Context: an optimization exercise on an open-source flow, tuned for small area and a short achievable clock period. The choices shown serve that exercise and are no tape-out recipe.
At most, simulation tests tie the RTL to the original design; equivalence was not proved.
Only the layout flow was run in run 1; the RTL was not checked for function there.
Power is estimated from default activity; no workload was simulated.

==> flow/design.v (outline; a module is shown in full before it is edited, if it fits) <==
// module fmul36_fa: 10 lines
// module fmul36_fa1: 9 lines
// module fmul36_ha: 9 lines
// module fmul36: 1349 lines
module fmul36 (
    input  wire        clk,
    input  wire        rst,
    input  wire        in_valid,
    input  wire [35:0] a,
    input  wire [35:0] b,
    input  wire [2:0]  rm,
    input  wire        ftz,
    output reg         out_valid,
    output reg  [35:0] result,
    output reg         iv,
    output reg         of,
    output reg         uf,
    output reg         nx
);
  // ...
==> flow/flow/run.sh <==
#!/bin/bash
# The standard layout (bash standard.sh: the standard synthesis and ORFS
# from floorplan to finish), with every port buffered by buf_2 instead of
# the buffer buffer_ports picks by default.
set -euo pipefail
export BUFFER_PORTS_ARGS="-buffer_cell sky130_fd_sc_hd__buf_2"
bash standard.sh > standard.log 2>&1
==> flow/standard.sh <==
#!/bin/bash
# synth_recipe.tcl (not shown) runs the flow's synth.tcl, then flattens the netlist and writes it again
# the make line also repeats each setting of config.mk as NAME=value (left out here)
make -C /OpenROAD-flow-scripts/flow DESIGN_CONFIG=/design/flow/config.mk WORK_HOME=/design/flow/orfs CLKGATE_MAP_FILE= SYNTH_SCRIPT=/design/flow/synth_recipe.tcl "${@:-finish}"
==> flow/config.mk <==
export PLATFORM = sky130hd
export DESIGN_NAME = fmul36
export DESIGN_NICKNAME = fmul36
export VERILOG_FILES = /design/flow/design.v
export SDC_FILE = /design/flow/constraint.sdc
export NUM_CORES = 4
export LEC_CHECK = 0
export CAP_MARGIN = 20
export CORE_MARGIN = 2
export CORE_UTILIZATION = 40
export CTS_CLUSTER_DIAMETER = 100
export CTS_CLUSTER_SIZE = 24
export SLEW_MARGIN = 60
export SYNTH_HIERARCHICAL = 1
export SYNTH_MINIMUM_KEEP_SIZE = 0
==> flow/constraint.sdc <==
create_clock -name core_clock -period 16.5 [get_ports {clk}]
set_input_delay 3.3000 -clock core_clock [delete_from_list [all_inputs] [get_ports {clk}]]
set_output_delay 3.3000 -clock core_clock [all_outputs]
set_load 0.01 [all_outputs]
==> impl_metrics.csv, run 1 <==
group,metric,value,unit
synth,syn_inst,3288,
clocking,cts_buffers,24,
synth,synth_cell_types,82,
drt,drt-met1-wl,40000,um
power_and_ir_drop,p_sw_share,47.3,%
floorplan,fp-row-count,103,
cells_and_area,inverters,210,
clocking,path_clk_slew,0.10,ns
synth,yosys_warnings,7,
worst_setup_path,r2r-end,"ks2[2]$_DFF_P_",
cells_and_area,clk_share,2.23,%
synth,synthSimpleGateAreaFrac,8.62,%
worst_setup_path,r2r_setup_slack,11.89,ns
worst_setup_path,crit_path_end_kind,"flop",
grt,grt_usage,23.3,%
floorplan,coreArea,79100,um2
cells_and_area,nFlopsAndLatches,414,
synth,synth_top_area_share,25.9,%
run_status,status,"timing/DRC/antenna clean",
placement,port_buffers,119,
drt,ant_nets,0,
worst_setup_path,cp_data_arrival_time,5.09,ns
timing,worst_pin_slew,0.604,ns
drt,drtIter0Drc,2242,
worst_setup_path,worst_setup_path_start_kind,"flop",
synth,yosys.area_share.adder,26.5,%
floorplan,n_tap_cell,1050,
==> run 2, diff against run 1 <==
--- a/flow/design.v
+++ b/flow/design.v
@@ -179,19 +179,25 @@
     wire [4:0] msb = b_sub ? bms : 5'd26;
     wire [4:0] tza = pos32({5'd0, ma}, 1'b0);
     wire [4:0] tzb = b_fnz ? btz : 5'd26;
     wire [9:0] xa = {1'b0, ea};
     wire [9:0] xb = {1'b0, eb};
     wire [9:0] xs = xa + xb;
     wire [5:0] tzs = {1'b0, tza} + {1'b0, tzb};
     wire [4:0]  k0   = a_sub ? msa : msb;
-    wire [5:0]  ktc  = (xs >= 10'd282) ? 6'd0 : (xs <= 10'd219) ? 6'd63 : 6'd26 - xs[5:0];
-    wire        dneg = (ktc > {1'b0, k0});
-    wire [5:0]  ks   = dneg ? ktc : {1'b0, k0};
+    wire [8:0]  eo   = a_sub ? eb : ea;
+    wire [4:0]  th   = 5'd25 - eo[4:0];
+    wire        eo_mid = eo[8] & (eo[7:0] <= 8'd25);
+    wire        dneg_n = !xs[9] & !xs[8];
+    wire        dneg_s = !eo[8] | (eo_mid & (k0 < th));
+    wire        dneg = (a_sub & b_sub) | ((a_sub ^ b_sub) ? dneg_s : dneg_n);
+    wire        kbig = (xs < 10'd219);
+    wire [5:0]  ktl  = 6'd26 - xs[5:0];
+    wire [5:0]  ks   = !dneg ? {1'b0, k0} : (kbig ? 6'd63 : ktl);
     wire [27:0]  ae0 = {1'b0, ah1, fa};
     wire [27:0]  ae1 = {ah1, fa, 1'b0};
     wire [391:0] bp;
     wire [13:0]  bneg, bnn;
     genvar gi, gj;
     generate
         for (gi = 0; gi < 14; gi = gi + 1) begin : g_bk
             wire one = bone1[gi];
--- a/flow/config.mk
+++ b/flow/config.mk
@@ -5,11 +5,11 @@
 export SDC_FILE = /design/flow/constraint.sdc
 export NUM_CORES = 4
 export LEC_CHECK = 0
 export CAP_MARGIN = 20
 export CORE_MARGIN = 2
 export CORE_UTILIZATION = 40
 export CTS_CLUSTER_DIAMETER = 100
 export CTS_CLUSTER_SIZE = 24
-export SLEW_MARGIN = 60
+export SLEW_MARGIN = 45
 export SYNTH_HIERARCHICAL = 1
 export SYNTH_MINIMUM_KEEP_SIZE = 0
==> impl_metrics.csv, run 2 <==
group,metric,value,unit
timing,drv_slew,0,
synth,synth_top_family_by_area,"adder cells",
synth,yosys_warnings,7,
grt,grt_usage,22.8,%
cells_and_area,final_area,34000,um2
floorplan,initial_utilization,40.3,%
clocking,htreeDepth,1,
worst_setup_path,path_class,"flop to primary output",
cells_and_area,num-fill-cells,7654,
grt,grt_start_max_net_pins,70,
worst_setup_path,critPathTopFamily,"flip-flops",
worst_setup_path,path_cells,"buf_2",
clocking,path_clk_slew,0.09,ns
timing,fin_crit_sh,26.4,%
cells_and_area,final_layout_size_suffix_gt1_share,9.36,%
timing,fmax,230,MHz
placement,postPlaceCellArea,33200,um2
timing,min_period,4.35,ns
grt,grt_pass1_vias,24736,
power_and_ir_drop,p_sw_share,46.9,%
synth,synth-seq-cells,414,
clocking,clkSinkCount,414,
synth,synth_compound_area_share,16.1,%
run,cap_violations,0,
clocking,cts_tree,"yes",
floorplan,fp-row-count,103,
worst_setup_path,worst_setup_path_start_kind,"flop",
clocking,post_cts_buffers,0,
worst_setup_path,required,13.20,ns
clocking,cts_resized,0,
worst_setup_path,crit_fanout,1,
cells_and_area,layout_common_cells,"xnor2_1, dfxtp_1, o22ai_1, fa_1, ha_1",
drt,drtIter0Drc,2406,
cells_and_area,multiInputGateArea,21900,um2
placement,place.gp.congestion,0.907,
cells_and_area,layout.nets,3773,
floorplan,die_y,286,um
clocking,worstSkewPairLatency,0.60,ns
synth,synth.cell_area,31700,um2
worst_setup_path,cp_data_arrival_time,1.05,ns
grt,grt_antenna_before_repair,1,
synth,syn_inst,3254,
cells_and_area,area_delta_synth_final,7.12,%
worst_setup_path,crit_path_max_incr_delay,0.34,ns
synth,synth-seq-area-share,26.1,%
timing,setup_viol,0,
run_status,status,"timing/DRC/antenna clean",
clocking,cts_buffer_depth,3,
drt,ant_nets,0,
min_path,hold_path.class,"flop to flop",
synth,synthSimpleGateAreaFrac,8.32,%
floorplan,io_pins,120,
cells_and_area,final_common_cell,"xnor2_1",
cells_and_area,regMostFlops,"csa_r",
clocking,holdBufCountCts,0,
timing,worst_pin_slew,0.796,ns
power_and_ir_drop,powerDensity,208,nW/um2
synth,synth-xor-area-share,12.9,%
worst_setup_path,crit_buf_inv,1,
cells_and_area,largest_reg_flops,54,
floorplan,die_width,286,um
floorplan,dieArea,81600,um2
power_and_ir_drop,combPwrFrac,68.0,%
cells_and_area,n_antenna_cell,0,
worst_setup_path,crit_path_end_kind,"primary output",
timing,hold_violations,0,
clocking,root_buffer,"clkbuf_16",
synth,ys_async_sr_fraction,0,%
synth,synth_top_area_cell,"dfxtp_1",
timing,tns,0,ns
synth,synth.top_cells.by_count,"xnor2_1, dfxtp_1, o22ai_1",
synth,synth_top_area_share,26.1,%
drt,dr.pass1.iters,6,
clocking,cts_buffers,24,
timing,fin_skew,0.0195,ns
synth,ys.flop_type,"dfxtp_1",
power_and_ir_drop,p_int,3760,uW
power_and_ir_drop,seq_power_share,22.5,%
floorplan,coreArea,78700,um2
cells_and_area,top_regs,"csa_r (54), csb_r (53), w3 (37)",
drt,routed_via_density,5.73,
grt,grt-ovfl-total,0,
power_and_ir_drop,switchingPower,3320,uW
synth,synth_nets,3814,
drt,wl,94600,um
synth,synth_top_cells_by_area,"dfxtp_1, fa_1, xnor2_1",
worst_setup_path,r2r_setup_slack,12.22,ns
worst_setup_path,slowest_stage,"dfxtp_1",
timing,fin_ws,12.15,ns
synth,yosys.area_share.adder,26.7,%
synth,synth_edf_count,0,
synth,yosys-mux-area-fraction,4.78,%
grt,grt_first_pass_wirelength,146000,um
power_and_ir_drop,peakVddDrop,0.0000975,V
synth,yosysMostFrequentCell,"xnor2_1",
cells_and_area,ff_latch_area,8320,um2
power_and_ir_drop,pwr-share-clk,9.5,%
drt,vias,24504,
placement,port_buffers,119,
synth,synth_cell_types,81,
synth,syn_area_per_cell,9.75,um2
placement,hpwl,68100,um
drt,drc,0,
timing,rsz0062_at_grt,"false",
drt,avgRoutedWirePerCell,22.1,um
power_and_ir_drop,p_leak,0.0135,uW
placement,pre_cts_ws,12.05,ns
cells_and_area,final_core_util,43.2,%
timing,slew_headroom,46.5,%
power_and_ir_drop,total_power,7080,uW
[run 2: changes by cell type after synthesis, sizes merged, moves of 9 or more]
cell	previous run	this run
mux2i	84	93
xnor2	426	438
o211ai	20	10
o21ai	92	83
and3	25	15
inv	184	170
[run 2: power groups by stage]
stage	registers [uW]	logic [uW]	clock network, uW
2_1_floorplan	1560	3260	0
3_3_place_gp	1610	4650	0
3_5_place_dp	1620	4750	0
4_1_cts	1590	4760	697
5_1_grt	1630	5320	727
6_report	1590	4810	673
[run 2: worst paths after layout]
check,cells past startpoint,to,startpoint
setup / recovery,1,result[25],result[25]$_DFF_P_
hold reg to reg,0,spc4[0]$_DFF_P_,spc3[0]$_DFF_P_
setup reg to reg,9,csb_r[26]$_DFF_P_,a1[25]$_DFF_P_
hold / removal,0,spc4[0]$_DFF_P_,spc3[0]$_DFF_P_
[run 2: kinds of logic (layout without fill, tap and decap cells)]
logic type	Yosys count	count (layout)
and+or+nand+nor	553	553
DFF	414	414
AOI/OAI and AO/OA	786	786
adders and majority gates	481	481
other	1	1
buffers and inverters	425	396
xor gates and xnor gates	469	469
muxes	125	125
[run 2: modules after synthesis (local to each module, per instance)]
module | flops+latches | cells
fmul36_fa | 0 | 1
fmul36 | 414 | 2864
fmul36_ha | 0 | 1
fmul36_fa1 | 0 | 5
[run 2: layout make-up]
cell class,count,area share (%)
multi-input cells,2415,64.4
flip-flops and latches,414,24.5
well taps,1050,3.86
repair buffers,162,2.72
inverters,196,2.26
clock buffers,27,1.83
clock inverters,11,0.497
[run 2: metrics by stage]
stage          cells  hold WS, ns
3_3_place_gp    4235        0.310
5_1_grt         4275        0.332
3_5_place_dp    4236        0.313
4_1_cts         4274        0.324
6_report        4275        0.323
2_1_floorplan   3254        0.310
[run 2: per-layer routing]
layer  vias to the layer above  wire length (um)  global-route usage, %
met1                     11724             38700                   29.8
met2                      1276             41900                   36.2
met5                         -                 0                      0
li1                      11234                 -                      -
met4                         0              4710                   10.2
met3                       270              9290                   5.10
==> run 3, diff against run 2 <==
--- a/flow/config.mk
+++ b/flow/config.mk
@@ -12,3 +12,3 @@
 export CTS_CLUSTER_SIZE = 24
-export SLEW_MARGIN = 45
+export SLEW_MARGIN = 60
 export SYNTH_HIERARCHICAL = 1
==> impl_metrics.csv, run 3 <==
group,metric,value,unit
run_status,status,"timing/DRC/antenna clean",
synth,yosys_warnings,7,
worst_setup_path,path_cells,"buf_2",
worst_setup_path,worst_setup_path_start_kind,"flop",
synth,synthSimpleGateAreaFrac,8.32,%
clocking,cts_resized,0,
grt,grt_pass1_vias,24725,
timing,fin_crit_sh,26.3,%
worst_setup_path,critPathTopFamily,"flip-flops",
timing,worst_pin_slew,0.630,ns
power_and_ir_drop,p_sw_share,47.2,%
synth,syn_area_per_cell,9.75,um2
worst_setup_path,crit_buf_inv,1,
synth,synth_top_area_share,26.1,%
clocking,path_clk_slew,0.09,ns
synth,yosys.area_share.adder,26.7,%
clocking,cts_buffers,24,
cells_and_area,regMostFlops,"csa_r",
power_and_ir_drop,p_leak,0.0136,uW
cells_and_area,final_common_cell,"xnor2_1",
grt,grt_start_max_net_pins,70,
timing,slew_headroom,57.7,%
drt,routed_via_density,5.76,
worst_setup_path,crit_path_end_kind,"primary output",
clocking,clkSinkCount,414,
floorplan,coreArea,78700,um2
clocking,holdBufCountCts,0,
synth,synth-seq-area-share,26.1,%
floorplan,die_y,286,um
clocking,worstSkewPairLatency,0.60,ns
floorplan,die_width,286,um
cells_and_area,final_area,34200,um2
cells_and_area,area_delta_synth_final,7.64,%
synth,synth-seq-cells,414,
min_path,hold_path.class,"flop to flop",
synth,synth_top_area_cell,"dfxtp_1",
floorplan,initial_utilization,40.3,%
drt,drc,0,
synth,synth_edf_count,0,
synth,ys.flop_type,"dfxtp_1",
synth,synth.top_cells.by_count,"xnor2_1, dfxtp_1, o22ai_1",
timing,min_period,4.34,ns
grt,grt_usage,23.0,%
power_and_ir_drop,combPwrFrac,68.5,%
synth,yosys-mux-area-fraction,4.78,%
synth,synth_top_cells_by_area,"dfxtp_1, fa_1, xnor2_1",
grt,grt_antenna_before_repair,1,
timing,timing.hold.ws,0.329,ns
worst_setup_path,crit_path_max_incr_delay,0.33,ns
floorplan,dieArea,81600,um2
worst_setup_path,slowest_stage,"dfxtp_1",
power_and_ir_drop,peakVddDrop,0.000101,V
drt,wl_met3,8920,um
power_and_ir_drop,powerDensity,208,nW/um2
timing,fin_skew,0.0204,ns
clocking,root_buffer,"clkbuf_16",
clocking,htreeDepth,1,
worst_setup_path,path_class,"flop to primary output",
power_and_ir_drop,pwr-share-clk,9.0,%
drt,avgRoutedWirePerCell,22.3,um
drt,ant_nets,0,
drt,wl,95300,um
clocking,post_cts_buffers,0,
cells_and_area,top_regs,"csa_r (54), csb_r (53), w3 (37)",
worst_setup_path,r2r_setup_slack,12.37,ns
timing,rsz0062_at_grt,"false",
placement,hpwl,68300,um
synth,synth_cell_types,81,
cells_and_area,layout_common_cells,"xnor2_1, dfxtp_1, o22ai_1, fa_1, ha_1",
placement,port_buffers,119,
cells_and_area,largest_reg_flops,54,
timing,fmax,230,MHz
synth,yosysMostFrequentCell,"xnor2_1",
timing,tns,0,ns
clocking,cts_tree,"yes",
worst_setup_path,crit_fanout,1,
timing,setup_viol,0,
floorplan,io_pins,120,
worst_setup_path,required,13.20,ns
cells_and_area,layout.nets,3776,
grt,grt_first_pass_wirelength,147000,um
synth,synth_nets,3814,
synth,syn_inst,3254,
power_and_ir_drop,p_int,3750,uW
worst_setup_path,cp_data_arrival_time,1.04,ns
drt,vias,24635,
drt,route.met2.wl,42600,um
power_and_ir_drop,seq_power_share,22.4,%
timing,drv_slew,0,
drt,drtIter0Drc,2255,
synth,synth-xor-area-share,12.9,%
placement,place.gp.congestion,0.907,
run,cap_violations,0,
synth,synth.cell_area,31700,um2
drt,top_layer_used,"met4",
synth,ys_async_sr_fraction,0,%
power_and_ir_drop,switchingPower,3350,uW
placement,postPlaceCellArea,33300,um2
grt,grt-ovfl-total,0,
drt,drt-met1-wl,39300,um
timing,hold_violations,0,
floorplan,fp-row-count,103,
clocking,cts_buffer_depth,3,
synth,synth_compound_area_share,16.1,%
synth,synth_top_family_by_area,"adder cells",
cells_and_area,final_layout_size_suffix_gt1_share,10.2,%
drt,dr.pass1.iters,5,
-- run 3: cell counts after synthesis --
No cell type changed its count.
-- run 3: per-layer routing --
metal | track usage (%) | up-vias
li1 | - | 11259
met1 | 30.1 | 11892
met2 | 36.5 | 1243
met3 | 5.26 | 241
met4 | 9.59 | 0
met5 | 0 | -
-- run 3: final cells by class --
class                   instances  area [um2]
diodes                          1        2.50
repair buffers                165         955
clock buffers                  27         622
well taps                    1050        1310
clock inverters                12         123
flip-flops and latches        414        8320
inverters                     196         778
multi-input cells            2415       22000
fillers                      7673       44600
-- run 3: per-module statistics from Yosys (local to each module, per instance) --
module      area [um2]  cells inside
fmul36           24800          2864
fmul36_fa         20.0             1
fmul36_fa1        27.5             5
fmul36_ha         12.5             1
-- run 3: cells by family after synthesis --
logic type               count (synthesis)
multiplexers                           125
XOR/XNOR                               469
buffers and inverters                  425
other                                    1
AND/OR/NAND/NOR                        553
adder cells (fa/ha/maj)                481
flip-flops                             414
AO/OA/AOI/OAI                          786
-- run 3: power by group through the flow --
stage          clock network (uW)  registers (uW)  logic (uW)
2_1_floorplan                   0            1560        3260
3_3_place_gp                    0            1610        4650
3_5_place_dp                    0            1620        4780
4_1_cts                       665            1590        4800
5_1_grt                       698            1620        5380
6_report                      642            1590        4860
-- run 3: final timing paths --
check / cells after the start / startpoint / endpoint
setup / recovery: 1 / result[25]$_DFF_P_ / result[25]
hold / removal: 0 / sp3$_DFF_P_ / sp4$_DFF_P_
setup reg to reg: 8 / bneg1[3]$_DFF_P_ / csb_r[28]$_DFF_P_
hold reg to reg: 0 / sp3$_DFF_P_ / sp4$_DFF_P_
-- run 3: through the flow --
stage	cells	utilization [%]	setup WS (ns)	power, uW
after floorplan	3254	-	12.42	4820
after global placement	4235	42.0	11.99	6260
after detailed placement	4238	42.3	12.16	6400
after CTS	4277	43.3	12.11	7050
after global routing	4279	43.4	12.10	7700
final	4280	43.4	12.16	7100

-- re-timing with driven ports --
Ports are ideal in the flow. The routed layouts listed here were re-timed in OpenROAD.
Step 1, drivers: a clkbuf_16 drives clk and a buf_2 each remaining input, both assumed.
Step 2 adds t to the input delays and takes it off the output delays; t is the mean of the earliest and latest rising clock arrival at the registers after step 1. Input paths then give back, and output paths get back, about the clock's delay inside the block.
Slacks: ideal ports / drivers / drivers and shift; pairs: ideal ports / drivers.
| run | t (ns) | setup slack, ns | worst setup path at the end | slew at the worst register clock pin (ns) |
|---|---|---|---|---|
| run 1 | 0.652 | 11.888 / 11.888 / 11.888 | register to register | 0.10 / 0.10 |
| run 2 | 0.649 | 12.147 / 12.086 / 12.171 | input to register | 0.09 / 0.09 |
| run 3 | 0.651 | 12.156 / 12.093 / 12.148 | input to register | 0.09 / 0.09 |
After both steps setup and hold are still met in every run listed. The setup slack of run 3, which loses most, moves by -0.063 ns with the drivers and by -0.008 ns with both steps.
